What follows belongs to an exercise in optimizing a design on an open flow for small area, a short achievable clock period and few clock cycles per item; a production flow would make more cautious choices.
In this exercise RTL edits were held to simulation tests only and were not proved equivalent to the original.

===== design.v =====
module tyu_opnd (
    input  wire [7:0]  tag,
    input  wire [63:0] pay,
    output wire        is_empty,
    output wire        is_pending,
    output wire        is_fault,
    output wire        reserved,     
    output wire        misaligned,   
    output wire        is_fix,
    output wire        is_flo,
    output wire        is_rat,
    output wire        is_char,
    output wire        is_nil,
    output wire        is_bool,
    output wire        is_unbound,
    output wire        is_oct,
    output wire        is_obj,
    output wire        is_big,
    output wire        is_lref
);
    assign is_empty   = (tag == 8'h00);
    assign is_fix     = (tag == 8'h04);
    assign is_flo     = (tag == 8'h08);
    assign is_rat     = (tag == 8'h0C);
    assign is_char    = (tag == 8'h10);
    assign is_nil     = (tag == 8'h14);
    assign is_bool    = (tag == 8'h15);
    assign is_unbound = (tag == 8'h16);
    assign is_oct     = (tag == 8'h18);
    assign is_pending = (tag == 8'h20);
    assign is_fault   = (tag == 8'h24);
    assign is_lref    = (tag >= 8'h40) && (tag <= 8'h57);
    assign is_obj     = (tag[7:2] == 6'h11);
    assign is_big     = (tag[7:2] == 6'h13);
    wire defined = is_empty | is_fix | is_flo | is_rat | is_char | is_nil | is_bool |
                   is_unbound | is_oct | is_pending | is_fault |
                   (tag == 8'h28) | (tag == 8'h2C) | (tag == 8'h2D) | (tag == 8'h30) |
                   (tag == 8'h34) | (tag == 8'h38) | is_lref | (tag == 8'h58) |
                   (tag == 8'h80) | (tag == 8'h84);
    wire [31:0] den = pay[31:0];
    wire char_bad = (pay[63:21] != 43'd0) ||
                    ((pay[20:0] >= 21'h00D800) && (pay[20:0] <= 21'h00DFFF)) ||
                    (pay[20:0] > 21'h10FFFF);
    wire noncanon = (is_rat && (den < 32'd2)) ||
                    (is_char && char_bad) ||
                    (is_nil && (pay != 64'd0)) ||
                    (is_bool && (pay[63:1] != 63'd0)) ||
                    (is_unbound && (pay[63:32] != 32'd0)) ||
                    (is_lref && (pay[63:48] != 16'd0));
    assign reserved   = !defined || noncanon;
    assign misaligned = is_lref && (pay[3:0] != 4'd0);
endmodule
module voirbo_tyu (
    input  wire        clk,
    input  wire        rst,
    input  wire        in_valid,
    output wire        in_ready,
    input  wire [5:0]  in_op,
    input  wire        in_ovf_en,
    input  wire        in_divz_en,
    input  wire [7:0]  in_a_tag,
    input  wire [63:0] in_a,
    input  wire [7:0]  in_b_tag,
    input  wire [63:0] in_b,
    input  wire [7:0]  in_c_tag,
    input  wire [63:0] in_c,
    output reg         out_valid,
    output reg  [1:0]  out_status,
    output reg  [7:0]  out_tag,
    output reg  [63:0] out_pay,
    output reg  [63:0] out_hi,
    output reg  [15:0] out_code
);
    localparam OP_ADD = 6'h00, OP_SUB = 6'h01, OP_MUL = 6'h02, OP_QUO = 6'h03,
               OP_REM = 6'h04, OP_ADDW = 6'h05, OP_SUBW = 6'h06, OP_MULW = 6'h07,
               OP_NEG = 6'h08, OP_ABS = 6'h09, OP_ZEROP = 6'h0A, OP_NUMEQ = 6'h0B,
               OP_LT = 6'h0C, OP_LE = 6'h0D, OP_GT = 6'h0E, OP_GE = 6'h0F,
               OP_AND = 6'h10, OP_OR = 6'h11, OP_XOR = 6'h12, OP_LNOT = 6'h13,
               OP_SHL = 6'h14, OP_SHR = 6'h15, OP_SHRL = 6'h16, OP_BYTE = 6'h17,
               OP_SETBYTE = 6'h18, OP_BITS = 6'h19, OP_POPCNT = 6'h1A, OP_CLZ = 6'h1B,
               OP_TOOCT = 6'h1C, OP_OCT2F = 6'h1D, OP_OCT2N = 6'h1E, OP_CHAR2N = 6'h1F,
               OP_N2CHAR = 6'h20, OP_TYPECODE = 6'h21, OP_EQ = 6'h22;
    localparam ST_OK = 2'd0, ST_FAULT = 2'd1, ST_PROMOTE = 2'd2, ST_DEFER = 2'd3;
    localparam F_EMPTY_READ = 16'h0101, F_TAG_RESERVED = 16'h0102, F_TYPE = 16'h0103,
               F_UNBOUND = 16'h0106, F_MISALIGNED = 16'h0107, F_BOUNDS = 16'h0108,
               F_OVERFLOW = 16'h0201, F_DIVZERO = 16'h0202, F_ILLEGAL_OP = 16'h0302;
    localparam T_FIX = 8'h04, T_FLO = 8'h08, T_RAT = 8'h0C, T_CHAR = 8'h10,
               T_BOOL = 8'h15, T_OCT = 8'h18, T_FAULT = 8'h24;
    localparam [63:0] MINFIX = 64'h8000_0000_0000_0000;
    function [6:0] sigbits;
        input [63:0] x;
        integer k;
        begin
            sigbits = 7'd0;
            for (k = 0; k < 64; k = k + 1)
                if (x[k]) sigbits = k + 1;
        end
    endfunction
    wire a_empty, a_pend, a_fault, a_res, a_mis, a_fix, a_flo, a_rat, a_char, a_nil,
         a_bool, a_unb, a_oct, a_obj, a_big, a_lref;
    wire b_empty, b_pend, b_fault, b_res, b_mis, b_fix, b_flo, b_rat, b_char, b_nil,
         b_bool, b_unb, b_oct, b_obj, b_big, b_lref;
    wire c_empty, c_pend, c_fault, c_res, c_mis, c_fix, c_flo, c_rat, c_char, c_nil,
         c_bool, c_unb, c_oct, c_obj, c_big, c_lref;
    tyu_opnd u_opa (.tag(in_a_tag), .pay(in_a), .is_empty(a_empty), .is_pending(a_pend),
        .is_fault(a_fault), .reserved(a_res), .misaligned(a_mis), .is_fix(a_fix),
        .is_flo(a_flo), .is_rat(a_rat), .is_char(a_char), .is_nil(a_nil), .is_bool(a_bool),
        .is_unbound(a_unb), .is_oct(a_oct), .is_obj(a_obj), .is_big(a_big), .is_lref(a_lref));
    tyu_opnd u_opb (.tag(in_b_tag), .pay(in_b), .is_empty(b_empty), .is_pending(b_pend),
        .is_fault(b_fault), .reserved(b_res), .misaligned(b_mis), .is_fix(b_fix),
        .is_flo(b_flo), .is_rat(b_rat), .is_char(b_char), .is_nil(b_nil), .is_bool(b_bool),
        .is_unbound(b_unb), .is_oct(b_oct), .is_obj(b_obj), .is_big(b_big), .is_lref(b_lref));
    tyu_opnd u_opc (.tag(in_c_tag), .pay(in_c), .is_empty(c_empty), .is_pending(c_pend),
        .is_fault(c_fault), .reserved(c_res), .misaligned(c_mis), .is_fix(c_fix),
        .is_flo(c_flo), .is_rat(c_rat), .is_char(c_char), .is_nil(c_nil), .is_bool(c_bool),
        .is_unbound(c_unb), .is_oct(c_oct), .is_obj(c_obj), .is_big(c_big), .is_lref(c_lref));
    wire [6:0] s1_ua = sigbits(in_a ^ {64{in_a[63]}});
    wire [6:0] s1_ub = sigbits(in_b ^ {64{in_b[63]}});
    wire s1_fixfix = a_fix & b_fix;
    wire s1_bzero  = (in_b == 64'd0);
    wire s1_amin   = (in_a == MINFIX);
    wire s1_bm1    = (in_b == {64{1'b1}});
    wire s1_mul  = ((in_op == OP_MUL) | (in_op == OP_MULW)) & s1_fixfix;
    wire s1_swap = (s1_ub > s1_ua);
    wire [6:0] s1_umin  = s1_swap ? s1_ua : s1_ub;
    wire [6:0] s1_mcnt7 = (s1_umin + 7'd8) >> 3;
    wire signed [8:0] s1_q  = $signed({2'b00, s1_ua}) + $signed({8'd0, in_a[63]}) + 9'sd1 -
                              $signed({2'b00, s1_ub});
    wire signed [8:0] s1_q2 = (s1_q + 9'sd1) & ~9'sd1;
    wire [5:0] s1_dcnt = (s1_q2 >= 9'sd64) ? 6'd32 : s1_q2[6:1];
    wire s1_div = ((in_op == OP_QUO) | (in_op == OP_REM)) & s1_fixfix & !s1_bzero &
                  !((in_op == OP_QUO) & s1_amin & s1_bm1) & (s1_q > 9'sd0);
    wire s1_char_ok = ((in_a <= 64'h0000_D7FF) ||
                       ((in_a >= 64'h0000_E000) && (in_a <= 64'h0010_FFFF)));
    wire s1_cnt_rng = (in_b[63:16] == 48'd0) ||
                      ((in_b[63:16] == {48{1'b1}}) && (in_b[15:0] != 16'd0));
    reg        r_full, r_first;
    reg [5:0]  r_cnt;
    reg        r_mul, r_div;
    reg [5:0]  r_op;
    reg        r_ovf, r_divz;
    reg [7:0]  r_at, r_bt;
    reg [63:0] r_a, r_b;
    reg [6:0]  r_ua;
    reg        r_ares, r_amis, r_bres, r_bmis;
    reg        r_cpend, r_cfault, r_cempty, r_cres, r_cmis, r_cunb, r_cfix;
    reg [15:0] r_ccode;
    reg [7:0]  r_c8;
    reg        r_chi8z, r_chi7z;
    reg        r_char_ok, r_cnt_rng, r_b063, r_b07, r_bzero, r_azero, r_amin, r_eq;
    wire [63:0] a = r_a;
    wire [63:0] b = r_b;
    wire [7:0]  at = r_at;
    wire [7:0]  bt = r_bt;
    wire ta_empty = (at == 8'h00), ta_fix = (at == 8'h04), ta_flo = (at == 8'h08),
         ta_rat = (at == 8'h0C), ta_char = (at == 8'h10), ta_nil = (at == 8'h14),
         ta_bool = (at == 8'h15), ta_unb = (at == 8'h16), ta_oct = (at == 8'h18),
         ta_pend = (at == 8'h20), ta_fault = (at == 8'h24),
         ta_lref = (at >= 8'h40) && (at <= 8'h57),
         ta_obj = (at[7:2] == 6'h11), ta_big = (at[7:2] == 6'h13);
    wire tb_empty = (bt == 8'h00), tb_fix = (bt == 8'h04), tb_flo = (bt == 8'h08),
         tb_rat = (bt == 8'h0C), tb_unb = (bt == 8'h16), tb_oct = (bt == 8'h18),
         tb_pend = (bt == 8'h20), tb_fault = (bt == 8'h24),
         tb_lref = (bt >= 8'h40) && (bt <= 8'h57),
         tb_obj = (bt[7:2] == 6'h11), tb_big = (bt[7:2] == 6'h13);
    wire a_num = ta_fix | ta_flo | ta_rat | ta_big | ta_obj;
    wire b_num = tb_fix | tb_flo | tb_rat | tb_big | tb_obj;
    reg [1:0] nops;
    reg       legal;
    always @* begin
        legal = 1'b1;
        case (r_op)
            OP_NEG, OP_ABS, OP_ZEROP, OP_LNOT, OP_POPCNT, OP_CLZ, OP_TOOCT, OP_OCT2F,
            OP_OCT2N, OP_CHAR2N, OP_N2CHAR, OP_TYPECODE: nops = 2'd1;
            OP_SETBYTE, OP_BITS: nops = 2'd3;
            default: begin
                nops = 2'd2;
                if (r_op > OP_EQ) legal = 1'b0;
            end
        endcase
    end
    wire ub = (nops != 2'd1);
    wire uc = (nops == 2'd3);
    wire cnt_z     = (r_cnt == 6'd0);
    wire mul_step  = r_full & r_mul & (r_first | !cnt_z);
    wire div_setup = r_full & r_div & r_first;
    wire div_step  = r_full & r_div & !r_first & !cnt_z;
    wire fin_mul   = r_full & r_mul & !r_first & cnt_z;
    wire fin_div   = r_full & r_div & !r_first & cnt_z;
    wire single    = r_full & !r_mul & !r_div;
    wire done      = single | fin_mul | fin_div;
    assign in_ready = !r_full | done;
    wire accept = in_valid & in_ready;
    wire        sub_m = !((r_op == OP_ADD) | (r_op == OP_ADDW));
    wire [64:0] s65   = {a[63], a} + ({b[63], b} ^ {65{sub_m}}) + {64'd0, sub_m};
    wire        s_ovf = (s65[64] != s65[63]);
    wire        lt_s  = s65[64];
    wire        fin_quo = (r_op == OP_QUO);
    wire [63:0] neg_in  = fin_div ? (fin_quo ? out_pay : out_hi)
                                  : (ta_rat ? {a[63:32], 32'd0} : a);
    wire [63:0] nega    = 64'd0 - neg_in;
    wire [63:0] amag    = a[63] ? nega : a;
    wire signed [17:0] cnt_s = (r_op == OP_SHR) ? -$signed(b[17:0]) : $signed(b[17:0]);
    wire        sh_left = !cnt_s[17];
    wire        sh_big  = sh_left && (cnt_s > 18'sd63);
    wire signed [17:0] rcnt = -cnt_s;
    wire [5:0]  ramt = (rcnt > 18'sd63) ? 6'd63 : rcnt[5:0];
    wire [5:0]  tsh  = cnt_s[5:0];
    wire        shl_fits = ({1'b0, r_ua} + {2'b00, tsh}) <= 8'd63;
    wire is_sh  = (r_op == OP_SHL) | (r_op == OP_SHR);
    wire is_div = (r_op == OP_QUO) | (r_op == OP_REM);
    reg  [6:0]  rs_amt;
    always @* begin
        if (is_sh)                rs_amt = sh_left ? (7'd64 - {1'b0, tsh}) : {1'b0, ramt};
        else if (r_op == OP_BYTE) rs_amt = {1'b0, b[2:0], 3'b000};
        else if (is_div)          rs_amt = {r_cnt, 1'b0};
        else                      rs_amt = {1'b0, b[5:0]};
    end
    wire        rs_fill = is_sh & a[63];
    wire [63:0] rs_in   = is_div ? amag : a;
    wire [127:0] rs_ext = {{64{rs_fill}}, rs_in} >> rs_amt;
    wire [63:0] rsh     = rs_ext[63:0];
    wire [5:0]  ls_amt = is_div ? (6'd0 - {r_cnt[4:0], 1'b0}) : tsh;
    wire [63:0] ls_in  = is_div ? amag : a;
    wire [63:0] lsh    = ls_in << ls_amt;
    wire byte_val_ok = r_chi8z;
    reg  [63:0] setbyte_res;
    always @* begin
        setbyte_res = a;
        setbyte_res[b[2:0]*8 +: 8] = r_c8;
    end
    wire [6:0] c7 = r_c8[6:0];
    wire bits_s_ok = r_chi7z && (c7 != 7'd0) && (c7 <= 7'd64);
    wire [7:0] bits_end = {2'b00, b[5:0]} + {1'b0, c7};
    wire bits_ok = r_b063 && bits_s_ok && (bits_end <= 8'd64);
    wire [63:0] bits_mask = (c7 == 7'd64) ? {64{1'b1}} : ((64'd1 << c7[5:0]) - 64'd1);
    wire [63:0] bits_res = rsh & bits_mask;
    reg [6:0] popcnt;
    integer pi;
    always @* begin
        popcnt = 7'd0;
        for (pi = 0; pi < 64; pi = pi + 1)
            popcnt = popcnt + {6'd0, a[pi]};
    end
    wire [6:0] clz    = a[63] ? 7'd0 : (7'd64 - r_ua);
    wire eq_tag = (ta_lref && tb_lref) ? (at[7:2] == bt[7:2]) : (at == bt);
    wire [2:0]  mj   = r_cnt[2:0] - 3'd1;
    wire [7:0]  mgrp = b[{mj, 3'b000} +: 8];
    wire        mbrw = (mj == 3'd0) ? 1'b0 : b[{mj, 3'b000} - 1];
    wire [8:0]  mx   = {mgrp, mbrw};
    reg  [73:0] pp [0:3];
    reg  [7:0]  pcor;
    integer t;
    always @* begin
        pcor = 8'd0;
        for (t = 0; t < 4; t = t + 1) begin : booth
            reg x0, x1, x2, one, two;
            reg [64:0] mag;
            x0 = mx[2*t]; x1 = mx[2*t+1]; x2 = mx[2*t+2];
            one = x0 ^ x1;
            two = (x2 & !x1 & !x0) | (!x2 & x1 & x0);
            mag = one ? {a[63], a} : (two ? {a, 1'b0} : 65'd0);
            pp[t] = ({{9{mag[64]}}, mag} ^ {74{x2}}) << (2 * t);
            pcor[2*t] = x2;
        end
    end
    wire [127:0] acc_in = r_first ? 128'd0 : {out_hi, out_pay};
    wire [127:0] acc_nx = {acc_in[119:0], pcor} +
                          {{54{pp[0][73]}}, pp[0]} + {{54{pp[1][73]}}, pp[1]} +
                          {{54{pp[2][73]}}, pp[2]} + {{54{pp[3][73]}}, pp[3]};
    wire mul_fits = (out_hi == {64{out_pay[63]}});
    wire [64:0] dbx = {1'b1, b ^ {64{!b[63]}}};       
    wire [63:0] dr1 = {out_hi[62:0], out_pay[63]};
    wire [64:0] dt1 = {1'b0, dr1} + dbx + {64'd0, !b[63]};
    wire        dq1 = !dt1[64];
    wire [63:0] dn1 = dq1 ? dt1[63:0] : dr1;
    wire [63:0] dr2 = {dn1[62:0], out_pay[62]};
    wire [64:0] dt2 = {1'b0, dr2} + dbx + {64'd0, !b[63]};
    wire        dq2 = !dt2[64];
    wire [63:0] dn2 = dq2 ? dt2[63:0] : dr2;
    reg [1:0]  d_status;
    reg [7:0]  d_tag;
    reg [63:0] d_pay;
    reg [63:0] d_hi;
    reg [15:0] d_code;
    always @* begin
        d_status = ST_OK;
        d_tag    = 8'd0;
        d_pay    = 64'd0;
        d_hi     = 64'd0;
        d_code   = 16'd0;
        if (!legal) begin
            d_status = ST_FAULT; d_code = F_ILLEGAL_OP;
        end else if ((uc && r_cpend) || (ub && tb_pend) || ta_pend) begin
            d_status = ST_DEFER;
        end else if ((uc && r_cfault) || (ub && tb_fault) || ta_fault) begin
            d_status = ST_FAULT;
            if (uc && r_cfault)      d_code = r_ccode;
            else if (ub && tb_fault) d_code = b[63:48];
            else                     d_code = a[63:48];
        end else if ((uc && r_cempty) || (ub && tb_empty) || ta_empty) begin
            d_status = ST_FAULT; d_code = F_EMPTY_READ;
        end else if ((uc && (r_cres || r_cmis)) || (ub && (r_bres || r_bmis)) || r_ares || r_amis) begin
            d_status = ST_FAULT;
            if (uc && (r_cres || r_cmis))      d_code = r_cres ? F_TAG_RESERVED : F_MISALIGNED;
            else if (ub && (r_bres || r_bmis)) d_code = r_bres ? F_TAG_RESERVED : F_MISALIGNED;
            else                               d_code = r_ares ? F_TAG_RESERVED : F_MISALIGNED;
        end else if (r_op != OP_TYPECODE && ((uc && r_cunb) || (ub && tb_unb) || ta_unb)) begin
            d_status = ST_FAULT; d_code = F_UNBOUND;
        end else begin
            d_status = ST_FAULT; d_code = F_TYPE;
            case (r_op)
                OP_ADD, OP_SUB: begin
                    if (ta_fix && tb_fix) begin
                        d_tag = T_FIX; d_code = 16'd0; d_pay = s65[63:0];
                        if (s_ovf) begin
                            if (r_ovf) begin
                                d_status = ST_FAULT; d_code = F_OVERFLOW; d_tag = 8'd0; d_pay = 64'd0;
                            end else begin
                                d_status = ST_PROMOTE; d_hi = {64{s65[64]}};
                            end
                        end else begin
                            d_status = ST_OK;
                        end
                    end else if (a_num && b_num) begin
                        d_status = ST_DEFER; d_code = 16'd0;
                    end
                end
                OP_MUL: begin
                    if (a_num && b_num) begin
                        d_status = ST_DEFER; d_code = 16'd0;
                    end
                end
                OP_QUO, OP_REM: begin
                    if ((ta_fix || ta_big) && (tb_fix || tb_big)) begin
                        d_code = 16'd0;
                        if (tb_fix && r_bzero) begin
                            if (r_divz) begin
                                d_status = ST_FAULT; d_code = F_DIVZERO;
                            end else begin
                                d_status = ST_OK; d_tag = T_FAULT; d_pay = {F_DIVZERO, 48'd0};
                            end
                        end else if (ta_big || tb_big) begin
                            d_status = ST_DEFER;
                        end else if (r_op == OP_QUO && r_amin && r_b == {64{1'b1}}) begin
                            if (r_ovf) begin
                                d_status = ST_FAULT; d_code = F_OVERFLOW;
                            end else begin
                                d_status = ST_PROMOTE; d_tag = T_FIX; d_pay = MINFIX;
                            end
                        end else begin
                            d_status = ST_OK; d_tag = T_FIX;
                            d_pay = (r_op == OP_QUO) ? 64'd0 : a;
                        end
                    end
                end
                OP_ADDW, OP_SUBW: begin
                    if (ta_fix && tb_fix) begin
                        d_status = ST_OK; d_code = 16'd0; d_tag = T_FIX; d_pay = s65[63:0];
                    end
                end
                OP_NEG, OP_ABS: begin
                    if (ta_fix) begin
                        d_code = 16'd0; d_tag = T_FIX;
                        if (r_op == OP_ABS && !a[63]) begin
                            d_status = ST_OK; d_pay = a;
                        end else if (r_amin) begin
                            if (r_ovf) begin
                                d_status = ST_FAULT; d_code = F_OVERFLOW; d_tag = 8'd0;
                            end else begin
                                d_status = ST_PROMOTE; d_pay = MINFIX;
                            end
                        end else begin
                            d_status = ST_OK; d_pay = nega;
                        end
                    end else if (ta_flo) begin
                        d_status = ST_OK; d_code = 16'd0; d_tag = T_FLO;
                        d_pay = {(r_op == OP_NEG) ? ~a[63] : 1'b0, a[62:0]};
                    end else if (ta_rat) begin
                        d_code = 16'd0;
                        if (a[63:32] == 32'h8000_0000) begin
                            d_status = ST_DEFER;
                        end else begin
                            d_status = ST_OK; d_tag = T_RAT;
                            if (r_op == OP_NEG || a[63]) d_pay = {nega[63:32], a[31:0]};
                            else                         d_pay = a;
                        end
                    end else if (ta_big || ta_obj) begin
                        d_status = ST_DEFER; d_code = 16'd0;
                    end
                end
                OP_ZEROP: begin
                    if (ta_fix || ta_flo || ta_rat) begin
                        d_status = ST_OK; d_code = 16'd0; d_tag = T_BOOL;
                        if (ta_fix)      d_pay = {63'd0, r_azero};
                        else if (ta_flo) d_pay = {63'd0, a[62:0] == 63'd0};
                        else             d_pay = 64'd0;
                    end else if (ta_big || ta_obj) begin
                        d_status = ST_DEFER; d_code = 16'd0;
                    end
                end
                OP_NUMEQ, OP_LT, OP_LE, OP_GT, OP_GE: begin
                    if (ta_fix && tb_fix) begin
                        d_status = ST_OK; d_code = 16'd0; d_tag = T_BOOL;
                        case (r_op)
                            OP_NUMEQ: d_pay = {63'd0, r_eq};
                            OP_LT:    d_pay = {63'd0, lt_s};
                            OP_LE:    d_pay = {63'd0, lt_s | r_eq};
                            OP_GT:    d_pay = {63'd0, !(lt_s | r_eq)};
                            default:  d_pay = {63'd0, !lt_s};
                        endcase
                    end else if (a_num && b_num) begin
                        d_status = ST_DEFER; d_code = 16'd0;
                    end
                end
                OP_AND, OP_OR, OP_XOR: begin
                    if ((ta_fix && tb_fix) || (ta_oct && tb_oct)) begin
                        d_status = ST_OK; d_code = 16'd0; d_tag = at;
                        if (r_op == OP_AND)     d_pay = a & b;
                        else if (r_op == OP_OR) d_pay = a | b;
                        else                    d_pay = a ^ b;
                    end
                end
                OP_LNOT: begin
                    if (ta_fix || ta_oct) begin
                        d_status = ST_OK; d_code = 16'd0; d_tag = at; d_pay = ~a;
                    end
                end
                OP_SHL, OP_SHR: begin
                    if (tb_fix && ta_fix && r_cnt_rng) begin
                        d_code = 16'd0; d_tag = T_FIX;
                        if (!sh_left) begin
                            d_status = ST_OK; d_pay = rsh;
                        end else if (r_azero) begin
                            d_status = ST_OK; d_pay = 64'd0;
                        end else if (!sh_big && shl_fits) begin
                            d_status = ST_OK; d_pay = lsh;
                        end else if (r_ovf) begin
                            d_status = ST_FAULT; d_code = F_OVERFLOW; d_tag = 8'd0;
                        end else if (!sh_big) begin
                            d_status = ST_PROMOTE; d_pay = lsh; d_hi = rsh;
                        end else begin
                            d_status = ST_DEFER; d_tag = 8'd0;
                        end
                    end else if (tb_fix && ta_big && r_cnt_rng) begin
                        d_status = ST_DEFER; d_code = 16'd0;
                    end else if (tb_fix && ta_oct && r_op == OP_SHL && r_b063) begin
                        d_status = ST_OK; d_code = 16'd0; d_tag = T_OCT; d_pay = lsh;
                    end
                end
                OP_SHRL: begin
                    if (tb_fix && (ta_fix || ta_oct) && r_b063) begin
                        d_status = ST_OK; d_code = 16'd0; d_tag = at; d_pay = rsh;
                    end
                end
                OP_BYTE: begin
                    if ((ta_fix || ta_oct) && tb_fix) begin
                        if (r_b07) begin
                            d_status = ST_OK; d_code = 16'd0; d_tag = T_FIX; d_pay = {56'd0, rsh[7:0]};
                        end else begin
                            d_code = F_BOUNDS;
                        end
                    end
                end
                OP_SETBYTE: begin
                    if ((ta_fix || ta_oct) && tb_fix && r_cfix) begin
                        if (r_b07 && byte_val_ok) begin
                            d_status = ST_OK; d_code = 16'd0; d_tag = at; d_pay = setbyte_res;
                        end else begin
                            d_code = F_BOUNDS;
                        end
                    end
                end
                OP_BITS: begin
                    if ((ta_fix || ta_oct) && tb_fix && r_cfix) begin
                        if (bits_ok) begin
                            d_status = ST_OK; d_code = 16'd0; d_tag = T_FIX; d_pay = bits_res;
                        end else begin
                            d_code = F_BOUNDS;
                        end
                    end
                end
                OP_POPCNT, OP_CLZ: begin
                    if (ta_fix || ta_oct) begin
                        d_status = ST_OK; d_code = 16'd0; d_tag = T_FIX;
                        d_pay = {57'd0, (r_op == OP_POPCNT) ? popcnt : clz};
                    end
                end
                OP_TOOCT: begin
                    if (ta_fix || ta_flo || ta_rat || ta_char || ta_nil || ta_bool || ta_oct) begin
                        d_status = ST_OK; d_code = 16'd0; d_tag = T_OCT; d_pay = a;
                    end
                end
                OP_OCT2F, OP_OCT2N: begin
                    if (ta_oct) begin
                        d_status = ST_OK; d_code = 16'd0; d_pay = a;
                        d_tag = (r_op == OP_OCT2F) ? T_FLO : T_FIX;
                    end
                end
                OP_CHAR2N: begin
                    if (ta_char) begin
                        d_status = ST_OK; d_code = 16'd0; d_tag = T_FIX; d_pay = a;
                    end
                end
                OP_N2CHAR: begin
                    if (ta_fix && r_char_ok) begin
                        d_status = ST_OK; d_code = 16'd0; d_tag = T_CHAR; d_pay = a;
                    end
                end
                OP_TYPECODE: begin
                    d_status = ST_OK; d_code = 16'd0; d_tag = T_FIX; d_pay = {58'd0, at[7:2]};
                end
                OP_EQ: begin
                    d_status = ST_OK; d_code = 16'd0; d_tag = T_BOOL;
                    d_pay = {63'd0, eq_tag && r_eq};
                end
                default: ;
            endcase
        end
    end
    reg [1:0]  f_status;
    reg [7:0]  f_tag;
    reg [63:0] f_pay;
    reg [63:0] f_hi;
    reg [15:0] f_code;
    always @* begin
        f_status = ST_OK; f_tag = T_FIX; f_pay = out_pay; f_hi = 64'd0; f_code = 16'd0;
        if (fin_div) begin
            f_pay = (fin_quo ? (a[63] ^ b[63]) : a[63]) ? nega : neg_in;
        end else if (r_op == OP_MUL && !mul_fits) begin
            if (r_ovf) begin
                f_status = ST_FAULT; f_code = F_OVERFLOW; f_tag = 8'd0; f_pay = 64'd0;
            end else begin
                f_status = ST_PROMOTE; f_hi = out_hi;
            end
        end
    end
    always @(posedge clk) begin
        if (rst) begin
            r_full    <= 1'b0;
            out_valid <= 1'b0;
        end else begin
            out_valid <= done;
            if (single) begin
                out_status <= d_status; out_tag <= d_tag; out_pay <= d_pay;
                out_hi <= d_hi; out_code <= d_code;
            end else if (fin_mul | fin_div) begin
                out_status <= f_status; out_tag <= f_tag; out_pay <= f_pay;
                out_hi <= f_hi; out_code <= f_code;
            end else if (mul_step) begin
                out_hi <= acc_nx[127:64]; out_pay <= acc_nx[63:0];
            end else if (div_setup) begin
                out_hi <= rsh; out_pay <= lsh;
            end else if (div_step) begin
                out_hi <= dn2; out_pay <= {out_pay[61:0], dq1, dq2};
            end
            if (accept) begin
                r_full  <= 1'b1;
                r_first <= 1'b1;
                r_mul   <= s1_mul;
                r_div   <= s1_div;
                r_cnt   <= s1_mul ? {2'b00, s1_mcnt7[3:0]} : s1_dcnt;
            end else if (done) begin
                r_full <= 1'b0;
            end else if (r_full) begin
                r_first <= 1'b0;
                if (mul_step | div_step) r_cnt <= r_cnt - 6'd1;
            end
        end
        if (accept) begin
            r_op  <= in_op; r_ovf <= in_ovf_en; r_divz <= in_divz_en;
            r_at  <= in_a_tag; r_bt <= in_b_tag;
            r_a   <= (s1_mul & s1_swap) ? in_b : in_a;
            r_b   <= (s1_mul & s1_swap) ? in_a : in_b;
            r_ua  <= s1_ua;
            r_ares <= a_res; r_amis <= a_mis; r_bres <= b_res; r_bmis <= b_mis;
            r_cpend <= c_pend; r_cfault <= c_fault; r_cempty <= c_empty;
            r_cres <= c_res; r_cmis <= c_mis; r_cunb <= c_unb; r_cfix <= c_fix;
            r_ccode <= in_c[63:48]; r_c8 <= in_c[7:0];
            r_chi8z <= (in_c[63:8] == 56'd0); r_chi7z <= (in_c[63:7] == 57'd0);
            r_char_ok <= s1_char_ok; r_cnt_rng <= s1_cnt_rng;
            r_b063 <= (in_b[63:6] == 58'd0); r_b07 <= (in_b[63:3] == 61'd0);
            r_bzero <= s1_bzero; r_azero <= (in_a == 64'd0); r_amin <= s1_amin;
            r_eq <= (in_a == in_b);
        end
    end
endmodule

===== constraint.sdc =====
create_clock -name core_clock -period 14.0 [get_ports {clk}]
set_input_delay 2.8000 -clock core_clock [delete_from_list [all_inputs] [get_ports {clk}]]
set_output_delay 2.8000 -clock core_clock [all_outputs]
set_load 0.01 [all_outputs]

===== config.mk =====
export PLATFORM = sky130hd
export DESIGN_NAME = voirbo_tyu
export DESIGN_NICKNAME = voirbo_tyu
export VERILOG_FILES = /design/flow/design.v
export SDC_FILE = /design/flow/constraint.sdc
export NUM_CORES = 4
export LEC_CHECK = 0
export CAP_MARGIN = 20
export CORE_MARGIN = 2
export CORE_UTILIZATION = 20
export PLACE_DENSITY = 0.35
export SLEW_MARGIN = 20

===== run.sh =====
#!/bin/bash
# synth_recipe.tcl (not shown) runs the flow's synth.tcl, then flattens the netlist and writes it again
# the make line also repeats each setting of config.mk as NAME=value (left out here)
make -C /OpenROAD-flow-scripts/flow DESIGN_CONFIG=/design/flow/config.mk WORK_HOME=/design/flow/orfs CLKGATE_MAP_FILE= SYNTH_SCRIPT=/design/flow/synth_recipe.tcl finish

==> metrics.md, run 1 <==
| Metric | Value |
|---|---|
| Layout Check Fails | slew limit |
| Min-delay src | r_ccode[14] |
| First-pass iteration count of the detailed router | 9 |
| Core Region | 444000 sq um |
| DRC Markers | 0 |
| Final cell count without fillers | 18200 |
| Clk root buf | clkbuf_16 |
| Worst hold path type | flop to flop |
| Worst Path Required | 14.66 ns |
| Tmin final | 13.34 ns |
| Register-to-register setup slack | 0.66 ns |
| Synth Warn # | 2 |
| Top_reg_cell synth | edfxtp_1 |
| Clk latency of the worst-skew pair | 0.81 ns |
| HPWL Detailed | 576 mm |
| Setup CP Type | flop to flop |
| Reg2reg path depth | 34 |
| Final #Nets | 13300 |
| Max Buffers Root-to-Sink | 3 |
| Post-synth EDFFs | 366 |
| R2r startpoint | r_cnt[0] |
| Clock slew at reported path FFs | 0.08 ns |
| Initial antenna violation count | 117 |
| GRT Util Overall | 0.308 |
| DIE HEIGHT | 671 um |
| Worst Path Max Fanout | 62 |
| Wire per inst | 39.6 um |
| Inst Count DP | 18000 |
| Via count | 106000 |
| Clock sink count | 368 |
| CTS tree | built |
| Dpl cell area | 102000 sq um |
| Fill cell count | 49800 |
| Placement Setup Slack | 0.895 ns |
| Fin util | 0.234 |
| Status | failed layout checks |
| Fin Hold WS | 0.679 ns |
| Largest net degree at the start of global routing | 120 |
| Synth Register Bits | 368 |
| CTS Hold Buffers Added | 0 |
| Share of the yosys chip area belonging to registers | 0.124 |
| First-pass GRT wire length | 949 mm |
| Setup WS post-layout | 0.657 ns |
| Num CTS Buffers | 55 |
| Headroom to the max-slew limit | -0.0110 |
| Antenna Violating Nets Remaining | 0 |
| Syn Area/Cell | 7.29 sq um |
| Cells after Synth | 12200 |
| H-tree Lvls | 2 |
| R2r endpoint | out_hi[63] |
| Finished Cell Area | 104000 sq um |
| Synth unique cells | 110 |
| WL final | 722 mm |
| Via/cell ratio | 5.84 |
| Worst hold stages | 2 |
| Cell area after synthesis | 89000 sq um |
| Most frequent cells in the layout | a21oi_1, nand2_1, nor2_1, o21ai_0, inv_1 |
| Std-Cell Rows | 245 |
| Hold EP | out_code[14] |
| IO Port Bufs | 382 |
| RSZ-0062 raised after global routing | no |
| Area Overhead vs Synth | 16.6% |
| Share of flip-flops with an asynchronous set or reset | 0 |
| RD Place Congestion | 1.08 |
| Worst Skew | 0.0897 ns |
| Die ar. | 450000 sq um |
| Crit. End Element | flop |
| Ports | 383 |
| Share of cells above drive strength 1 | 0.0944 |
| CP Data Arrival Time | 14.00 ns |
| Final TNS setup | 0 ns |
| Peak Freq | 0.0749 GHz |
| Most common cell after layout, fill and taps aside | a21oi_1 |
| Startpoint Class | flop |
| Critical Path Max Stage Delay | 0.99 ns |
| Vias in the first global route | 99000 |
| Final Slew Violations | 1 |
| Die X | 671 um |
| Initial DRC count | 15800 |
| Final hold vios | 0 |
| Setup Viol. Count Final | 0 |
| Total gr overflow | 0 |
| Least-Margin Pin Slew | 1.52 ns |
| Worst path slowest cell | o41ai_1 |
| Initial Util | 0.200 |
| Period Utilization, post-route | 0.953 |
| Max Cap Viol | 0 |
## cells by family after synthesis
family,count (synthesis),share of synthesized area
AOI/OAI and AO/OA,4269,0.308
xor gates and xnor gates,627,0.0617
DFF,368,0.124
adders and majority gates,944,0.169
other,1,0.0000421
muxes,559,0.0700
buffers and inverters,1776,0.0758
and+or+nand+nor,3662,0.192
## routing by layer
layer  global-route usage  wire length (um)  vias up  part of all wire
met3               0.0923             76900     1331              0.11
li1                     -                 -    44700                 -
met4                0.181             49300       42             0.068
met1                0.411            306000    53700              0.42
met2                0.433            290000     6686              0.40
met5                    0               270        -           0.00037
## critical path: cells and delay by family, from the launching register on
family | cells | cell delay, ns
compound gates | 18 | 6.37
fa+ha+maj | 5 | 2.35
simple gates | 5 | 1.60
mux | 2 | 1.55
buf+inv | 4 | 0.93
flops | 1 | 0.38
## cells in the mapped netlist, types with 38 or more instances
| master | count | area (sq um) |
|---|---|---|
| inv_1 | 678 | 2540 |
| ha_1 | 515 | 6440 |
| mux2_2 | 217 | 2440 |
| and2_1 | 52 | 325 |
| and3_1 | 96 | 601 |
| a22oi_1 | 239 | 1790 |
| edfxtp_1 | 366 | 11000 |
| nor4_1 | 109 | 682 |
| o22ai_1 | 144 | 901 |
| o221ai_1 | 94 | 823 |
| o31ai_1 | 38 | 285 |
| o211ai_1 | 198 | 1490 |
| nand4_1 | 131 | 820 |
| nand3_1 | 255 | 1280 |
| nor3_1 | 267 | 1340 |
| a211oi_1 | 314 | 2360 |
| o21a_1 | 81 | 608 |
| or3_1 | 69 | 432 |
| a21o_1 | 275 | 2060 |
| clkbuf_1 | 914 | 3430 |
| xnor2_1 | 413 | 3620 |
| o21bai_1 | 88 | 661 |
| a21oi_1 | 1156 | 5790 |
| nor2b_1 | 140 | 876 |
| o21ai_0 | 879 | 4400 |
| nand2b_1 | 156 | 976 |
| mux2i_1 | 310 | 3100 |
| nor2_1 | 1085 | 4070 |
| buf_1 | 106 | 398 |
| nand2_1 | 1121 | 4210 |
| o21ai_1 | 44 | 220 |
| a221oi_1 | 196 | 1720 |
| xor2_1 | 214 | 1870 |
| a31oi_1 | 151 | 945 |
| fa_1 | 426 | 8530 |
## timing repair
| action | in CTS | in global routing |
|---|---|---|
| endpoints found under the setup margin | 0 | 1 |
| setup buffers | 0 | 0 |
| resized for setup | 0 | 1 |
| endpoints found under the hold margin | 0 | 0 |
## state kept, by name, indices dropped and copies added, names as in the netlist, 2 cells and up
signal / flops
out_code: 16
out_hi: 64
out_pay: 64
out_status: 2
out_tag: 8
r_a: 64
r_at: 8
r_b: 64
r_bt: 8
r_c8: 8
r_ccode: 16
r_cnt: 6
r_op: 6
r_ua: 6
## worst max path at each step
stage	start	end	slack (ns)	depth (start not counted)
2_1_floorplan	r_cnt[0]	out_hi[63]	0.61	28
3_3_place_gp	r_cnt[0]	out_hi[32]	0.68	34
3_5_place_dp	r_b[63]	out_hi[43]	0.90	41
4_1_cts	r_b[63]	out_hi[43]	0.86	41
5_1_grt	r_cnt[0]	out_hi[63]	0.19	33
6_report	r_cnt[0]	out_hi[63]	0.66	34
## cell type report
cell class / count / area [sq um] / share of cell area
Multi-Input combinational cell: 10100 / 72100 / 0.695
Sequential cell: 368 / 11000 / 0.106
Timing Repair Buffer: 974 / 8490 / 0.0818
Tap cell: 5928 / 7420 / 0.0715
Inverter: 713 / 2690 / 0.0259
Clock buffer: 59 / 1390 / 0.0134
Clock inverter: 43 / 464 / 0.00447
Antenna cell: 70 / 175 / 0.00169
Testbench counts, summed over its fixed seeds: cycles 58,706, ops 32,000.
==> run 2, diff against run 1 <==
--- a/design.v
+++ b/design.v
@@ -50,6 +50,43 @@
     assign reserved   = !defined || noncanon;
     assign misaligned = is_lref && (pay[3:0] != 4'd0);
 endmodule
+module tyu_lod (
+    input  wire [63:0] x,
+    output wire [6:0]  n
+);
+    wire [31:0] v1; wire [31:0] p1;
+    wire [15:0] v2; wire [31:0] p2;
+    wire [7:0]  v3; wire [23:0] p3;
+    wire [3:0]  v4; wire [15:0] p4;
+    wire [1:0]  v5; wire [9:0]  p5;
+    wire        v6; wire [5:0]  p6;
+    genvar i;
+    generate
+        for (i = 0; i < 32; i = i + 1) begin : l1
+            assign v1[i] = x[2*i+1] | x[2*i];
+            assign p1[i] = x[2*i+1];
+        end
+        for (i = 0; i < 16; i = i + 1) begin : l2
+            assign v2[i] = v1[2*i+1] | v1[2*i];
+            assign p2[2*i +: 2] = v1[2*i+1] ? {1'b1, p1[2*i+1]} : {1'b0, p1[2*i]};
+        end
+        for (i = 0; i < 8; i = i + 1) begin : l3
+            assign v3[i] = v2[2*i+1] | v2[2*i];
+            assign p3[3*i +: 3] = v2[2*i+1] ? {1'b1, p2[2*(2*i+1) +: 2]} : {1'b0, p2[2*(2*i) +: 2]};
+        end
+        for (i = 0; i < 4; i = i + 1) begin : l4
+            assign v4[i] = v3[2*i+1] | v3[2*i];
+            assign p4[4*i +: 4] = v3[2*i+1] ? {1'b1, p3[3*(2*i+1) +: 3]} : {1'b0, p3[3*(2*i) +: 3]};
+        end
+        for (i = 0; i < 2; i = i + 1) begin : l5
+            assign v5[i] = v4[2*i+1] | v4[2*i];
+            assign p5[5*i +: 5] = v4[2*i+1] ? {1'b1, p4[4*(2*i+1) +: 4]} : {1'b0, p4[4*(2*i) +: 4]};
+        end
+    endgenerate
+    assign v6 = v5[1] | v5[0];
+    assign p6 = v5[1] ? {1'b1, p5[9:5]} : {1'b0, p5[4:0]};
+    assign n  = v6 ? ({1'b0, p6} + 7'd1) : 7'd0;
+endmodule
 module voirbo_tyu (
     input  wire        clk,
     input  wire        rst,
@@ -87,15 +124,6 @@
     localparam T_FIX = 8'h04, T_FLO = 8'h08, T_RAT = 8'h0C, T_CHAR = 8'h10,
                T_BOOL = 8'h15, T_OCT = 8'h18, T_FAULT = 8'h24;
     localparam [63:0] MINFIX = 64'h8000_0000_0000_0000;
-    function [6:0] sigbits;
-        input [63:0] x;
-        integer k;
-        begin
-            sigbits = 7'd0;
-            for (k = 0; k < 64; k = k + 1)
-                if (x[k]) sigbits = k + 1;
-        end
-    endfunction
     wire a_empty, a_pend, a_fault, a_res, a_mis, a_fix, a_flo, a_rat, a_char, a_nil,
          a_bool, a_unb, a_oct, a_obj, a_big, a_lref;
     wire b_empty, b_pend, b_fault, b_res, b_mis, b_fix, b_flo, b_rat, b_char, b_nil,
@@ -114,8 +142,9 @@
         .is_fault(c_fault), .reserved(c_res), .misaligned(c_mis), .is_fix(c_fix),
         .is_flo(c_flo), .is_rat(c_rat), .is_char(c_char), .is_nil(c_nil), .is_bool(c_bool),
         .is_unbound(c_unb), .is_oct(c_oct), .is_obj(c_obj), .is_big(c_big), .is_lref(c_lref));
-    wire [6:0] s1_ua = sigbits(in_a ^ {64{in_a[63]}});
-    wire [6:0] s1_ub = sigbits(in_b ^ {64{in_b[63]}});
+    wire [6:0] s1_ua, s1_ub;
+    tyu_lod u_lda (.x(in_a ^ {64{in_a[63]}}), .n(s1_ua));
+    tyu_lod u_ldb (.x(in_b ^ {64{in_b[63]}}), .n(s1_ub));
     wire s1_fixfix = a_fix & b_fix;
     wire s1_bzero  = (in_b == 64'd0);
     wire s1_amin   = (in_a == MINFIX);
@@ -123,6 +152,7 @@
     wire s1_mul  = ((in_op == OP_MUL) | (in_op == OP_MULW)) & s1_fixfix;
     wire s1_swap = (s1_ub > s1_ua);
     wire [6:0] s1_umin  = s1_swap ? s1_ua : s1_ub;
+    wire [7:0] s1_usum  = {1'b0, s1_ua} + {1'b0, s1_ub};
     wire [6:0] s1_mcnt7 = (s1_umin + 7'd8) >> 3;
     wire signed [8:0] s1_q  = $signed({2'b00, s1_ua}) + $signed({8'd0, in_a[63]}) + 9'sd1 -
                               $signed({2'b00, s1_ub});
@@ -130,18 +160,38 @@
     wire [5:0] s1_dcnt = (s1_q2 >= 9'sd64) ? 6'd32 : s1_q2[6:1];
     wire s1_div = ((in_op == OP_QUO) | (in_op == OP_REM)) & s1_fixfix & !s1_bzero &
                   !((in_op == OP_QUO) & s1_amin & s1_bm1) & (s1_q > 9'sd0);
+    wire s1_is_sh  = (in_op == OP_SHL) | (in_op == OP_SHR);
+    wire s1_is_div = (in_op == OP_QUO) | (in_op == OP_REM);
+    wire signed [17:0] s1_cnts = (in_op == OP_SHR) ? -$signed(in_b[17:0]) : $signed(in_b[17:0]);
+    wire        s1_shleft = !s1_cnts[17];
+    wire        s1_shbig  = s1_shleft && (s1_cnts > 18'sd63);
+    wire signed [17:0] s1_rcnt = -s1_cnts;
+    wire [5:0]  s1_ramt = (s1_rcnt > 18'sd63) ? 6'd63 : s1_rcnt[5:0];
+    wire [5:0]  s1_tsh  = s1_cnts[5:0];
+    wire        s1_shfits = ({1'b0, s1_ua} + {2'b00, s1_tsh}) <= 8'd63;
+    reg  [6:0]  s1_rx;
+    always @* begin
+        if (in_op == OP_BYTE) s1_rx = {1'b0, in_b[2:0], 3'b000};
+        else if (s1_is_sh)    s1_rx = {1'b0, s1_ramt};
+        else                  s1_rx = {1'b0, in_b[5:0]};
+    end
+    wire [6:0]  s1_sht = (s1_is_sh & s1_shleft) ? {1'b0, s1_tsh} : (7'd64 - s1_rx);
     wire s1_char_ok = ((in_a <= 64'h0000_D7FF) ||
                        ((in_a >= 64'h0000_E000) && (in_a <= 64'h0010_FFFF)));
     wire s1_cnt_rng = (in_b[63:16] == 48'd0) ||
                       ((in_b[63:16] == {48{1'b1}}) && (in_b[15:0] != 16'd0));
     reg        r_full, r_first;
     reg [5:0]  r_cnt;
+    reg [7:0]  r_moh;
     reg        r_mul, r_div;
+    reg        r_mfit, r_movf;     
     reg [5:0]  r_op;
     reg        r_ovf, r_divz;
     reg [7:0]  r_at, r_bt;
     reg [63:0] r_a, r_b;
     reg [6:0]  r_ua;
+    reg [6:0]  r_sht;
+    reg        r_shleft, r_shbig, r_shfits;
     reg        r_ares, r_amis, r_bres, r_bmis;
     reg        r_cpend, r_cfault, r_cempty, r_cres, r_cmis, r_cunb, r_cfix;
     reg [15:0] r_ccode;
@@ -182,17 +232,21 @@
     wire ub = (nops != 2'd1);
     wire uc = (nops == 2'd3);
     wire cnt_z     = (r_cnt == 6'd0);
-    wire mul_step  = r_full & r_mul & (r_first | !cnt_z);
+    wire mul_step  = r_full & r_mul & (r_moh != 8'd0);
+    wire mul_amb   = !r_mfit & !r_movf;
     wire div_setup = r_full & r_div & r_first;
     wire div_step  = r_full & r_div & !r_first & !cnt_z;
-    wire fin_mul   = r_full & r_mul & !r_first & cnt_z;
+    wire fin_mulf  = mul_step & r_moh[0] & !mul_amb;       
+    wire fin_muls  = r_full & r_mul & (r_moh == 8'd0);     
+    wire fin_mul   = fin_mulf | fin_muls;
     wire fin_div   = r_full & r_div & !r_first & cnt_z;
     wire single    = r_full & !r_mul & !r_div;
     wire done      = single | fin_mul | fin_div;
     assign in_ready = !r_full | done;
     wire accept = in_valid & in_ready;
     wire        sub_m = !((r_op == OP_ADD) | (r_op == OP_ADDW));
-    wire [64:0] s65   = {a[63], a} + ({b[63], b} ^ {65{sub_m}}) + {64'd0, sub_m};
+    wire [65:0] s66   = {a[63], a, 1'b1} + {{b[63], b} ^ {65{sub_m}}, sub_m};
+    wire [64:0] s65   = s66[65:1];
     wire        s_ovf = (s65[64] != s65[63]);
     wire        lt_s  = s65[64];
     wire        fin_quo = (r_op == OP_QUO);
@@ -200,29 +254,24 @@
                                   : (ta_rat ? {a[63:32], 32'd0} : a);
     wire [63:0] nega    = 64'd0 - neg_in;
     wire [63:0] amag    = a[63] ? nega : a;
-    wire signed [17:0] cnt_s = (r_op == OP_SHR) ? -$signed(b[17:0]) : $signed(b[17:0]);
-    wire        sh_left = !cnt_s[17];
-    wire        sh_big  = sh_left && (cnt_s > 18'sd63);
-    wire signed [17:0] rcnt = -cnt_s;
-    wire [5:0]  ramt = (rcnt > 18'sd63) ? 6'd63 : rcnt[5:0];
-    wire [5:0]  tsh  = cnt_s[5:0];
-    wire        shl_fits = ({1'b0, r_ua} + {2'b00, tsh}) <= 8'd63;
+    wire        sh_left  = r_shleft;
+    wire        sh_big   = r_shbig;
+    wire        shl_fits = r_shfits;
     wire is_sh  = (r_op == OP_SHL) | (r_op == OP_SHR);
     wire is_div = (r_op == OP_QUO) | (r_op == OP_REM);
-    reg  [6:0]  rs_amt;
+    wire [6:0]  sh_t    = is_div ? (7'd64 - {r_cnt, 1'b0}) : r_sht;
+    wire        rs_fill = is_sh & a[63];
+    wire [63:0] rot_in  = is_div ? amag : a;
+    wire [127:0] rot_x  = {rot_in, rot_in} << sh_t[5:0];
+    wire [63:0] rot     = rot_x[127:64];
+    reg  [63:0] sh_m;
+    integer mi;
     always @* begin
-        if (is_sh)                rs_amt = sh_left ? (7'd64 - {1'b0, tsh}) : {1'b0, ramt};
-        else if (r_op == OP_BYTE) rs_amt = {1'b0, b[2:0], 3'b000};
-        else if (is_div)          rs_amt = {r_cnt, 1'b0};
-        else                      rs_amt = {1'b0, b[5:0]};
+        for (mi = 0; mi < 64; mi = mi + 1)
+            sh_m[mi] = (mi < sh_t);
     end
-    wire        rs_fill = is_sh & a[63];
-    wire [63:0] rs_in   = is_div ? amag : a;
-    wire [127:0] rs_ext = {{64{rs_fill}}, rs_in} >> rs_amt;
-    wire [63:0] rsh     = rs_ext[63:0];
-    wire [5:0]  ls_amt = is_div ? (6'd0 - {r_cnt[4:0], 1'b0}) : tsh;
-    wire [63:0] ls_in  = is_div ? amag : a;
-    wire [63:0] lsh    = ls_in << ls_amt;
+    wire [63:0] rsh = (rot & sh_m) | ({64{rs_fill}} & ~sh_m);
+    wire [63:0] lsh = rot & ~sh_m;
     wire byte_val_ok = r_chi8z;
     reg  [63:0] setbyte_res;
     always @* begin
@@ -233,49 +282,76 @@
     wire bits_s_ok = r_chi7z && (c7 != 7'd0) && (c7 <= 7'd64);
     wire [7:0] bits_end = {2'b00, b[5:0]} + {1'b0, c7};
     wire bits_ok = r_b063 && bits_s_ok && (bits_end <= 8'd64);
-    wire [63:0] bits_mask = (c7 == 7'd64) ? {64{1'b1}} : ((64'd1 << c7[5:0]) - 64'd1);
-    wire [63:0] bits_res = rsh & bits_mask;
+    reg  [63:0] bits_mask;
+    integer bi;
+    always @* begin
+        for (bi = 0; bi < 64; bi = bi + 1)
+            bits_mask[bi] = (bi < c7);
+    end
+    wire [63:0] bits_res = rot & bits_mask;
+    reg [6:0] pc [0:126];
     reg [6:0] popcnt;
     integer pi;
     always @* begin
-        popcnt = 7'd0;
-        for (pi = 0; pi < 64; pi = pi + 1)
-            popcnt = popcnt + {6'd0, a[pi]};
+        for (pi = 0; pi < 64; pi = pi + 1) pc[pi] = {6'd0, a[pi]};
+        for (pi = 0; pi < 63; pi = pi + 1) pc[64 + pi] = pc[2*pi] + pc[2*pi + 1];
+        popcnt = pc[126];
     end
     wire [6:0] clz    = a[63] ? 7'd0 : (7'd64 - r_ua);
     wire eq_tag = (ta_lref && tb_lref) ? (at[7:2] == bt[7:2]) : (at == bt);
-    wire [2:0]  mj   = r_cnt[2:0] - 3'd1;
-    wire [7:0]  mgrp = b[{mj, 3'b000} +: 8];
-    wire        mbrw = (mj == 3'd0) ? 1'b0 : b[{mj, 3'b000} - 1];
-    wire [8:0]  mx   = {mgrp, mbrw};
-    reg  [73:0] pp [0:3];
+    reg  [8:0]  mx;
+    integer gj;
+    always @* begin
+        mx = 9'd0;
+        for (gj = 0; gj < 8; gj = gj + 1)
+            if (r_moh[gj]) mx = mx | ((gj == 0) ? {b[7:0], 1'b0} : b[8*gj-1 +: 9]);
+    end
+    reg  [64:0] mu [0:3];
     reg  [7:0]  pcor;
     integer t;
     always @* begin
         pcor = 8'd0;
         for (t = 0; t < 4; t = t + 1) begin : booth
             reg x0, x1, x2, one, two;
-            reg [64:0] mag;
+            reg [64:0] row;
             x0 = mx[2*t]; x1 = mx[2*t+1]; x2 = mx[2*t+2];
             one = x0 ^ x1;
             two = (x2 & !x1 & !x0) | (!x2 & x1 & x0);
-            mag = one ? {a[63], a} : (two ? {a, 1'b0} : 65'd0);
-            pp[t] = ({{9{mag[64]}}, mag} ^ {74{x2}}) << (2 * t);
+            row = (one ? {a[63], a} : 65'd0) | (two ? {a, 1'b0} : 65'd0);
+            row = row ^ {65{x2}};
+            mu[t] = {~row[64], row[63:0]};
             pcor[2*t] = x2;
         end
     end
     wire [127:0] acc_in = r_first ? 128'd0 : {out_hi, out_pay};
-    wire [127:0] acc_nx = {acc_in[119:0], pcor} +
-                          {{54{pp[0][73]}}, pp[0]} + {{54{pp[1][73]}}, pp[1]} +
-                          {{54{pp[2][73]}}, pp[2]} + {{54{pp[3][73]}}, pp[3]};
+    wire [75:0] mo0 = {2'b00, acc_in[65:0], pcor};
+    wire [75:0] mo1 = {11'd0, mu[0]};
+    wire [75:0] mo2 = {9'd0, mu[1], 2'd0};
+    wire [75:0] mo3 = {7'd0, mu[2], 4'd0};
+    wire [75:0] mo4 = {5'd0, mu[3], 6'd0};
+    wire [75:0] mo5 = {4'hF, 8'hAB, 64'd0};
+    wire [75:0] ms1 = mo0 ^ mo1 ^ mo2, mc1 = ((mo0 & mo1) | (mo0 & mo2) | (mo1 & mo2)) << 1;
+    wire [75:0] ms2 = mo3 ^ mo4 ^ mo5, mc2 = ((mo3 & mo4) | (mo3 & mo5) | (mo4 & mo5)) << 1;
+    wire [75:0] ms3 = ms1 ^ mc1 ^ ms2, mc3 = ((ms1 & mc1) | (ms1 & ms2) | (mc1 & ms2)) << 1;
+    wire [75:0] ms4 = ms3 ^ mc3 ^ mc2, mc4 = ((ms3 & mc3) | (ms3 & mc2) | (mc3 & mc2)) << 1;
+    wire [75:0] ml  = ms4 + mc4;
+    wire        m_dec = ml[75];
+    wire        m_inc = !ml[75] & ml[74];
+    wire [53:0] mh_x  = acc_in[119:66];
+    wire [53:0] mh_p1 = mh_x + 54'd1;
+    wire [53:0] mh_m1 = mh_x - 54'd1;
+    wire [53:0] mh_y  = m_dec ? mh_m1 : (m_inc ? mh_p1 : mh_x);
+    wire [127:0] acc_nx = {mh_y, ml[73:0]};
     wire mul_fits = (out_hi == {64{out_pay[63]}});
     wire [64:0] dbx = {1'b1, b ^ {64{!b[63]}}};       
     wire [63:0] dr1 = {out_hi[62:0], out_pay[63]};
-    wire [64:0] dt1 = {1'b0, dr1} + dbx + {64'd0, !b[63]};
+    wire [65:0] dt1x = {1'b0, dr1, 1'b1} + {dbx, !b[63]};
+    wire [64:0] dt1 = dt1x[65:1];
     wire        dq1 = !dt1[64];
     wire [63:0] dn1 = dq1 ? dt1[63:0] : dr1;
     wire [63:0] dr2 = {dn1[62:0], out_pay[62]};
-    wire [64:0] dt2 = {1'b0, dr2} + dbx + {64'd0, !b[63]};
+    wire [65:0] dt2x = {1'b0, dr2, 1'b1} + {dbx, !b[63]};
+    wire [64:0] dt2 = dt2x[65:1];
     wire        dq2 = !dt2[64];
     wire [63:0] dn2 = dq2 ? dt2[63:0] : dr2;
     reg [1:0]  d_status;
@@ -527,11 +603,22 @@
         f_status = ST_OK; f_tag = T_FIX; f_pay = out_pay; f_hi = 64'd0; f_code = 16'd0;
         if (fin_div) begin
             f_pay = (fin_quo ? (a[63] ^ b[63]) : a[63]) ? nega : neg_in;
-        end else if (r_op == OP_MUL && !mul_fits) begin
-            if (r_ovf) begin
-                f_status = ST_FAULT; f_code = F_OVERFLOW; f_tag = 8'd0; f_pay = 64'd0;
-            end else begin
-                f_status = ST_PROMOTE; f_hi = out_hi;
+        end else if (fin_muls) begin
+            if (!mul_fits) begin
+                if (r_ovf) begin
+                    f_status = ST_FAULT; f_code = F_OVERFLOW; f_tag = 8'd0; f_pay = 64'd0;
+                end else begin
+                    f_status = ST_PROMOTE; f_hi = out_hi;
+                end
+            end
+        end else begin
+            f_pay = acc_nx[63:0];
+            if (r_movf) begin
+                if (r_ovf) begin
+                    f_status = ST_FAULT; f_code = F_OVERFLOW; f_tag = 8'd0; f_pay = 64'd0;
+                end else begin
+                    f_status = ST_PROMOTE; f_hi = acc_nx[127:64];
+                end
             end
         end
     end
@@ -541,38 +628,44 @@
             out_valid <= 1'b0;
         end else begin
             out_valid <= done;
-            if (single) begin
-                out_status <= d_status; out_tag <= d_tag; out_pay <= d_pay;
-                out_hi <= d_hi; out_code <= d_code;
-            end else if (fin_mul | fin_div) begin
-                out_status <= f_status; out_tag <= f_tag; out_pay <= f_pay;
-                out_hi <= f_hi; out_code <= f_code;
-            end else if (mul_step) begin
-                out_hi <= acc_nx[127:64]; out_pay <= acc_nx[63:0];
-            end else if (div_setup) begin
-                out_hi <= rsh; out_pay <= lsh;
-            end else if (div_step) begin
-                out_hi <= dn2; out_pay <= {out_pay[61:0], dq1, dq2};
-            end
             if (accept) begin
                 r_full  <= 1'b1;
                 r_first <= 1'b1;
                 r_mul   <= s1_mul;
+                r_mfit  <= (in_op == OP_MULW) | (s1_usum <= 8'd62);
+                r_movf  <= (in_op == OP_MUL) & (s1_usum >= 8'd66);
                 r_div   <= s1_div;
                 r_cnt   <= s1_mul ? {2'b00, s1_mcnt7[3:0]} : s1_dcnt;
+                r_moh   <= 8'd1 << (s1_mcnt7[3:0] - 4'd1);
             end else if (done) begin
                 r_full <= 1'b0;
             end else if (r_full) begin
                 r_first <= 1'b0;
                 if (mul_step | div_step) r_cnt <= r_cnt - 6'd1;
+                r_moh <= r_moh >> 1;
             end
         end
+        out_status <= single ? d_status : f_status;
+        out_tag    <= single ? d_tag    : f_tag;
+        out_code   <= single ? d_code   : f_code;
+        if (single) begin
+            out_pay <= d_pay; out_hi <= d_hi;
+        end else if (fin_mul | fin_div) begin
+            out_pay <= f_pay; out_hi <= f_hi;
+        end else if (r_mul) begin
+            out_hi <= acc_nx[127:64]; out_pay <= acc_nx[63:0];
+        end else if (r_first) begin
+            out_hi <= rsh; out_pay <= lsh;
+        end else begin
+            out_hi <= dn2; out_pay <= {out_pay[61:0], dq1, dq2};
+        end
         if (accept) begin
             r_op  <= in_op; r_ovf <= in_ovf_en; r_divz <= in_divz_en;
             r_at  <= in_a_tag; r_bt <= in_b_tag;
             r_a   <= (s1_mul & s1_swap) ? in_b : in_a;
             r_b   <= (s1_mul & s1_swap) ? in_a : in_b;
             r_ua  <= s1_ua;
+            r_sht <= s1_sht; r_shleft <= s1_shleft; r_shbig <= s1_shbig; r_shfits <= s1_shfits;
             r_ares <= a_res; r_amis <= a_mis; r_bres <= b_res; r_bmis <= b_mis;
             r_cpend <= c_pend; r_cfault <= c_fault; r_cempty <= c_empty;
             r_cres <= c_res; r_cmis <= c_mis; r_cunb <= c_unb; r_cfix <= c_fix;
==> config.mk (replaced) <==
export PLATFORM = sky130hd
export DESIGN_NAME = voirbo_tyu
export DESIGN_NICKNAME = voirbo_tyu
export VERILOG_FILES = /design/flow/design.v
export SDC_FILE = /design/flow/constraint.sdc
export NUM_CORES = 4
export LEC_CHECK = 0
export CAP_MARGIN = 25
export CORE_MARGIN = 2
export CORE_UTILIZATION = 30
export PLACE_DENSITY = 0.5
export SETUP_SLACK_MARGIN = 5
export SLEW_MARGIN = 30
==> run 2 against run 1 <==
Compared with the run above: non-clock buffer count grew 154; critical path depth is 14 lower; worst setup slack improved by 3.5 ns; clock skew increased by 0.032 ns; register-to-register slack gained 3.5 ns; fails the layout checks on capacitance limit, slew limit; largest cell class unchanged; worst hold slack lost 0.18 ns; sequential share of layout area is 0.45 points higher; global-route usage is 22 points higher; final cell count shrank 10%; sequential cell count up 21; maximum frequency grew 36%.
==> metrics.md, run 2 <==
| Metric | Value |
|---|---|
| Clock sink count | 389 (+5.7%) |
| Largest family of logic cells by synthesized area | compound AO/OA/AOI/OAI gates |
| Top cell type by total area after synthesis | edfxtp_1 |
| Ports | 383 (unchanged) |
| HPWL Detailed | 615 mm (+6.7%) |
| Initial Util | 0.301 (+0.101) |
| R2r endpoint | out_pay[10] |
| Period Utilization, post-route | 0.702 (-0.251) |
| WL final | 811 mm (+12%) |
| Complex-gate fraction of the synthesized area | 0.339 (+0.0305) |
| Hold EP | out_code[5] |
| Synth Register Bits | 389 (+5.7%) |
| Peak Freq | 0.102 GHz (+36%) |
| Worst hold path type | flop to flop |
| Adder-cell share of the synthesized area | 0.137 (-0.0320) |
| Crit. End Element | flop |
| Setup CP Type | flop to flop |
| First-pass iteration count of the detailed router | 13 (+4) |
| Status | failed layout checks |
| First-pass GRT wire length | 1040 mm (+9.8%) |
| Startpoint Class | flop |
| H-tree Lvls | 2 (unchanged) |
| GRT Util Overall | 0.530 (+0.223) |
| Fill cell count | 31000 (-38%) |
| Share of cells above drive strength 1 | 0.126 (+0.0313) |
| Clock slew at reported path FFs | 0.09 ns (about the same) |
| Std-Cell Rows | 197 (-20%) |
| Antenna Violating Nets Remaining | 0 (unchanged) |
| Worst Path Max Fanout | 33 (-47%) |
| Final Slew Violations | 2 (+1) |
| Dpl cell area | 97500 sq um (-4.1%) |
| Wire per inst | 49.6 um (+25%) |
| RD Place Congestion | 1.15 (+6.4%) |
| DIE HEIGHT | 541 um (-19%) |
| Cell area after synthesis | 86600 sq um (-2.7%) |
| Share of flip-flops with an asynchronous set or reset | 0 (unchanged) |
| Worst Path Required | 14.53 ns (-0.13 ns) |
| Least-Margin Pin Slew | 1.69 ns (+0.173 ns) |
| Most frequent cells in the layout | nor2_1, o21ai_0, nand2_1, a21oi_1, inv_1 |
| IO Port Bufs | 382 (unchanged) |
| Synth unique cells | 116 (+5.5%) |
| Num CTS Buffers | 59 (+7.3%) |
| Syn Area/Cell | 7.12 sq um (-2.4%) |
| Headroom to the max-slew limit | -0.133 (-0.122) |
| Layout Check Fails | capacitance limit, slew limit |
| Mux cell area share after synthesis | 0.0428 (-0.0272) |
| Die ar. | 293000 sq um (-35%) |
| CP Data Arrival Time | 10.35 ns (-3.65 ns) |
| R2r startpoint | r_op[5] |
| Setup Viol. Count Final | 0 (unchanged) |
| Initial DRC count | 20700 (+32%) |
| Finished Cell Area | 103000 sq um (-0.80%) |
| Clk latency of the worst-skew pair | 0.87 ns (+0.06 ns) |
| Final TNS setup | 0 ns (unchanged) |
| Reg2reg path depth | 20 (-41%) |
| CTS Hold Buffers Added | 0 (unchanged) |
| Core Region | 288000 sq um (-35%) |
| Total gr overflow | 0 (unchanged) |
| Worst Skew | 0.122 ns (+0.0321 ns) |
| DRC Markers | 0 (unchanged) |
| Synth Warn # | 3 (+1) |
| Share of the yosys chip area belonging to registers | 0.132 (+0.00768) |
| RSZ-0062 raised after global routing | yes |
| Max Cap Viol | 1 (+1) |
| Post-synth EDFFs | 361 (-1.4%) |
| Vias in the first global route | 104000 (+5.0%) |
| Die X | 541 um (-19%) |
| Initial antenna violation count | 176 (+50%) |
| Synth Area in XOR/XNOR | 0.0624 (+0.000682) |
| Max Buffers Root-to-Sink | 3 (unchanged) |
| Via/cell ratio | 7.23 (+24%) |
| Via count | 118000 (+11%) |
| Simple-gate share of the synthesized area | 0.210 (+0.0179) |
| Count leader, synth | nor2_1 |
| Final hold vios | 0 (unchanged) |
| Register-to-register setup slack | 4.17 ns (+3.52 ns) |
| Min-delay src | r_ccode[5] |
| Tmin final | 9.83 ns (-3.52 ns) |
| Area Overhead vs Synth | 18.8% |
| Cells after Synth | 12200 (-0.33%) |
| Top post-synthesis cells by area | edfxtp_1, ha_1, o21ai_0, fa_1, nor2_1 |
| Worst hold stages | 2 (unchanged) |
| Most common cell after layout, fill and taps aside | nor2_1 |
| Largest net degree at the start of global routing | 161 (+34%) |
| Clk root buf | clkbuf_16 |
| Final #Nets | 13400 (+0.10%) |
| Top_reg_cell synth | edfxtp_1 |
| CTS tree | built |
| Share of the synthesized area in the top cell type | 0.125 (+0.00166) |
| Post-synth top cells | nor2_1, o21ai_0, nand2_1, clkbuf_1, a21oi_1 |
## run 2: cell types whose count changed in the layout (fill, tap and decap cells not counted), moves of 69 or more
cell	change
a221oi_1	-97
mux2i_1	-161
buf_4	+89
nand2b_1	-78
fa_1	-180
a22oi_1	+149
nand3_1	+73
nand2_1	-165
diode_2	+107
a21oi_1	-283
o21ai_0	+97
a211oi_1	+92
nor2_1	+69
## run 2: area by class of cell
type,instances,area [sq um],area share
diodes,177,443,0.00430
clock buffers,77,1600,0.0156
clock inverters,34,422,0.00410
inverters,742,2830,0.0275
multi-input cells,10000,71200,0.692
flip-flops and latches,389,11400,0.111
well taps,3781,4730,0.0459
repair buffers,1128,10300,0.100
## run 2: stage by stage
step / hold slack, ns / utilization / std cells / setup WS (ns)
floorplan: 0.536 / - / 12200 / 5.12
global placement: 0.548 / 0.337 / 15900 / 1.94
detailed placement: 0.556 / 0.339 / 15900 / 2.66
CTS: 0.560 / 0.351 / 16100 / 4.84
global route: 0.580 / 0.357 / 16200 / 4.90
finish: 0.497 / 0.358 / 16300 / 4.17
## run 2: timing repair
item	CTS	global route
resized for setup	161	177
setup buffers	46	43
pin swaps	27	26
gates cloned	12	8
endpoints found under the setup margin	119	123
## run 2: worst max-delay path by stage
stage                  start           to  slack, ns  depth (start not counted)
floorplan            r_b[63]    out_hi[1]       5.12                         35
finish               r_op[5]  out_pay[10]       4.17                         20
detailed placement   r_b[63]   out_hi[51]       2.66                         28
global route        r_moh[0]   out_hi[51]       4.90                         30
CTS                   r_b[7]    out_hi[4]       4.84                         30
global placement     r_b[63]   out_hi[51]       1.94                         29
## run 2: metal layers
layer  global-route usage  wire length, um
met1                0.589           288000
met2                0.695           302000
met4                0.498            97200
met3                0.300           121000
met5               0.0590             2770
## run 2: kinds of logic (layout without fill, tap and decap cells)
family,after synthesis,after routing
flip-flops,389,389
XOR/XNOR,617,617
multiplexers,341,341
AND/OR/NAND/NOR,3790,3804
buffers and inverters,1780,1981
adder cells (fa/ha/maj),798,798
other,1,180
AO/OA/AOI/OAI,4450,4450
## run 2: critical path, cell delays in order (launching register included)
cell      delay, ns
edfxtp_1       0.66
nor4_4         0.35
buf_4          0.44
buf_4          0.63
nand2_1        0.11
buf_4          0.34
o311ai_2       0.84
and4_1         0.64
nand4_1        0.57
nor4_2         0.55
xnor2_1        0.14
buf_4          0.21
o21ai_0        1.02
o22ai_1        0.24
o32ai_1        1.04
nor4_2         0.08
buf_4          0.24
nand2_1        0.08
a31oi_1        0.08
o21ai_0        0.84
o211ai_1       0.22
Testbench counts of run 2, summed over its fixed seeds: cycles 55,198, ops 32,000.

-- afterwards: timing with drivers on the ports --
The flow's constraints put no driver on any port. The routed layouts listed below were extracted and timed again, unchanged, in two steps. Step 1 sets driving cells, clkbuf_16 on the clock port and buf_2 on the other inputs (assumed; they add their load-dependent delay and slew). Step 2 times the ports against the registers' clock, not the clock port: input delays grow and output delays shrink by t, the midpoint of the rising clock arrivals with the driver on. Slacks: ideal ports / drivers / drivers and shift; pairs: ideal ports / drivers.
run	t (ns)	setup slack, ns	latest minus earliest clock arrival (ns)	worst slew at a driven data input, ns	pins driven straight from the clock port
run 1	0.878	0.657 / 0.657 / 0.657	0.090 / 0.090	0.16	1
run 2	0.919	4.172 / 4.172 / 4.172	0.121 / 0.122	0.12	1
